Context: an optimization exercise on an open-source flow, tuned for small area, a short achievable clock period and few clock cycles. The choices shown serve that exercise and are no tape-out recipe. Function was checked by simulation only, so behaviour that the tests miss may differ from the original.

Design anvil_gcm, start of the top module:
module anvil_gcm (
    input  wire         clk,
    input  wire         rst,
    input  wire         start,
    input  wire [255:0] key,
    input  wire         key_256,
    input  wire [95:0]  iv,
    input  wire         decrypt,
    output reg          idle,
    input  wire         in_valid,
    output reg          in_ready,
    input  wire [127:0] in_data,
    input  wire         in_aad,
    input  wire [4:0]   in_bytes,
    input  wire         in_last,
    output reg          out_valid,
    output reg  [127:0] out_data,
    output reg          tag_valid,
    output reg  [127:0] tag
);
    localparam integer LANES  = 2;            
    localparam integer D      = 16;           
    localparam integer BATCH  = 32;           
    localparam integer GSTEPS = 128 / D;      
    localparam integer GLOAD  = (LANES >= 3) ? 1 : 0;
    localparam integer NG     = 2;            
    localparam integer NE     = NG * LANES;   
    localparam integer EW     = (NE > 8) ? 4 : (NE > 4) ? 3 : 2;    
    reg [255:0] key_r;
    reg         k256_r;
    reg [95:0]  iv_r;
    reg         dec_r;
    reg [127:0] h_r;
    reg [127:0] ej0_r;
    reg [13:0]  len_a;           
    reg [13:0]  len_c;           
    wire acc_start = start & idle;
    reg  open;                   
    wire acc_in    = in_valid & in_ready;
    reg  [4:0]  bc;              
    reg         batch0;          
    reg  [10:0] cb;              
    reg         push_a, push_b;  
    reg         pushed_a;        
    reg         ld_a;            
    reg  [LANES-1:0] ld;         
    reg         at28, at29;      
    reg         k_adv;           
    reg         k_ld;            
    reg  [3:0]  kstep;           
  ...
For scale: roughly 16,000 cells after synthesis, about 2,700 flip-flops, ~750 I/O pins, roughly 0.16 mm2 of cells after synthesis.
export LEC_CHECK = 0
export CAP_MARGIN = 40
export CORE_MARGIN = 2
export CORE_UTILIZATION = 55
export SLEW_MARGIN = 40
create_clock -name core_clock -period 12.0 [get_ports {clk}]
standard.sh (not shown) runs the stock make flow with config.mk's settings and CLKGATE_MAP_FILE= SYNTH_SCRIPT=/design/flow/synth_recipe.tcl, a recipe that flattens the netlist after the stock synthesis.
==> flow/flow/run.sh <==
#!/bin/bash
set -euo pipefail
here=$(pwd)
rm -rf "$here/scripts"
cp -r "$FLOW_HOME/scripts" "$here/scripts"
cp "$here/flow/abc_map.script" "$here/scripts/abc_speed.script"
bash standard.sh SCRIPTS_DIR="$here/scripts" SETUP_SLACK_MARGIN=8.0 finish \
    > standard.log 2>&1
==> flow/flow/abc_map.script <==
strash
ifraig
scorr
dc2
strash
&get -n
&dch -f
&nf
&put
Testbench counts at the start, summed over its fixed seeds: cycles 62,208.
Edit:
--- a/flow/design.v
+++ b/flow/design.v
@@ -467,37 +467,37 @@
     reg  [127:0] x;
     reg  [4*D-1:0] dg;           
     reg  [3:0]   gcnt;           
     reg          zfirst;         
     reg          first;          
     reg          fin;            
     reg          lenph;          
     reg          hready;
-    reg          tag_done;       
     wire [127:0] z_next;
     ghash_mul #(.D(D), .NCOPY(4)) u_gh (
         .z(zfirst ? 128'h0 : z), .dg(dg), .h(h_r), .z_next(z_next)
     );
     reg [127:0] in_mask;
     integer b;
     always @(*) begin
         for (b = 0; b < 16; b = b + 1)
             in_mask[127-8*b -: 8] = (b < in_bytes) ? 8'hff : 8'h00;
     end
     wire [127:0] text_out = (in_data ^ head) & in_mask;
     wire [127:0] gh_in    = (in_aad | dec_r) ? (in_data & in_mask) : text_out;
     wire         g_last   = (gcnt == 4'd1);
-    reg  [4:0]   len_b;          
-    reg          len_av, len_cv; 
+    wire [127:0] s_cur    = first ? 128'h0 : ((GLOAD == 0 && g_last) ? z_next : z);
+    wire [13:0]  len_a_n  = len_a + {9'h0, in_bytes};
+    wire [13:0]  len_c_n  = len_c + {9'h0, in_bytes};
     wire [127:0] len_blk  = {47'h0, len_a, 3'b000, 47'h0, len_c, 3'b000};
     wire         ld_len   = fin & ((GLOAD == 0) ? g_last : (gcnt == 4'd0));
-    wire [127:0] s_cur    = (first & ~ld_len) ? 128'h0 : ((GLOAD == 0 && g_last) ? z_next : z);
     reg          x_free;         
-    wire [127:0] x_ld     = s_cur ^ (ld_len ? len_blk : gh_in);
+    wire [127:0] x_ld     = ~ld_len ? (s_cur ^ gh_in)
+                                     : (((GLOAD == 0) ? z_next : z) ^ len_blk);
     reg [3:0] gcnt_n;
     reg       fin_n, lenph_n, open_n, hready_n;
     always @(*) begin
         if (acc_in | ld_len)
             gcnt_n = GSTEPS;
         else if (gcnt != 4'd0)
             gcnt_n = gcnt - 4'd1;
         else
@@ -508,38 +508,34 @@
         hready_n = acc_start ? 1'b0 : (hready | (batch0 & at28));
     end
     always @(posedge clk) begin
         if (rst) begin
             idle      <= 1'b1;
             in_ready  <= 1'b0;
             out_valid <= 1'b0;
             tag_valid <= 1'b0;
-            tag_done  <= 1'b0;
             open      <= 1'b0;
             hready    <= 1'b0;
             gcnt      <= 4'd0;
             fin       <= 1'b0;
             lenph     <= 1'b0;
             first     <= 1'b0;
             cnt       <= {(EW+1){1'b0}};
             rp        <= {EW{1'b0}};
             wp        <= 2'd0;
             bc        <= 5'd0;
             batch0    <= 1'b0;
             push_a    <= 1'b0;
             push_b    <= 1'b0;
             len_a     <= 14'd0;
             len_c     <= 14'd0;
-            len_av    <= 1'b0;
-            len_cv    <= 1'b0;
         end else begin
             out_valid <= pop;
-            tag_done  <= g_last & lenph;
-            tag_valid <= tag_done;
+            tag_valid <= g_last & lenph;
             open   <= open_n;
             hready <= hready_n;
             gcnt   <= gcnt_n;
             fin    <= fin_n;
             lenph  <= lenph_n;
             cnt    <= cnt_n;
             batch0 <= batch0_n;
             bc     <= bc_n;
@@ -563,23 +559,22 @@
                     wp <= (wp == NG - 1) ? 2'd0 : wp + 2'd1;
                 if (pop)
                     rp <= (rp == NE - 1) ? {EW{1'b0}} : rp + 1'b1;
             end
             if (acc_start)
                 first <= 1'b1;
             else if (acc_in)
                 first <= 1'b0;
-            len_av <= acc_in & in_aad;
-            len_cv <= acc_in & ~in_aad;
-            if (len_av)
-                len_a <= len_a + {9'h0, len_b};
-            else if (len_cv)
-                len_c <= len_c + {9'h0, len_b};
-            else if (ld_len) begin
+            if (acc_in) begin
+                if (in_aad)
+                    len_a <= len_a_n;
+                else
+                    len_c <= len_c_n;
+            end else if (ld_len) begin
                 len_a <= 14'd0;
                 len_c <= 14'd0;
             end
         end
     end
     integer e;
     always @(posedge clk) begin
         ld_a  <= (bc_n == l0_n);
@@ -595,18 +590,17 @@
             iv_r   <= iv;
             dec_r  <= decrypt;
         end
         if (batch0 & at28) begin
             h_r   <= ks[127:0];
             ej0_r <= ks[255:128];
         end
         out_data <= text_out;
-        len_b    <= in_bytes;
-        tag      <= z ^ ej0_r;
+        tag      <= z_next ^ ej0_r;
         for (e = 0; e < NE; e = e + 1)
             if (push & (wp == (e / LANES)))
                 fe[e] <= ks[128*(e % LANES) +: 128];
         zfirst <= acc_in | ld_len;
         if (x_free | ld_len) begin
             x  <= x_ld;
             dg <= {4{x_ld[D-1:0]}};
         end else begin
- hold slack improved by 18 ps
- design area went up by 1.6%
- area after synthesis went up by 0.58%
- register-to-register slack got worse by 100 ps
- wire length went up by 1.8%
- die area went up by 0.58%
- utilization went up by 0.57 points
- critical path depth went up by 8
Testbench counts after the change, summed over its fixed seeds: cycles 62,200.

## static timing again, ports no longer ideal
Ports are ideal in the flow. The routed layouts listed here were re-timed in OpenROAD.
Step 1, drivers: a clkbuf_16 drives clk and a buf_2 each remaining input, both assumed.
Step 2 adds t to the input delays and takes it off the output delays; t is the mean of the earliest and latest rising clock arrival at the registers after step 1. Input paths then give back, and output paths get back, about the clock's delay inside the block.
Three values: ideal, step 1, step 2; two values: the first two.
run | shift t [ns] | slack for setup (ns) | latest minus earliest clock arrival (ns) | slew at the worst register clock pin (ns) | worst data-port slew with drivers (ns)
the first run | 1.050 | 7.990 / 7.897 / 7.065 | 0.080 / 0.080 | 0.08 / 0.08 | 0.31
the second run | 1.052 | 7.887 / 7.885 / 7.083 | 0.068 / 0.067 | 0.07 / 0.07 | 0.15
After both steps every run listed still meets setup and hold. For the first run, which loses most, drivers alone change the setup slack by -0.093 ns; drivers and shift together by -0.925 ns.
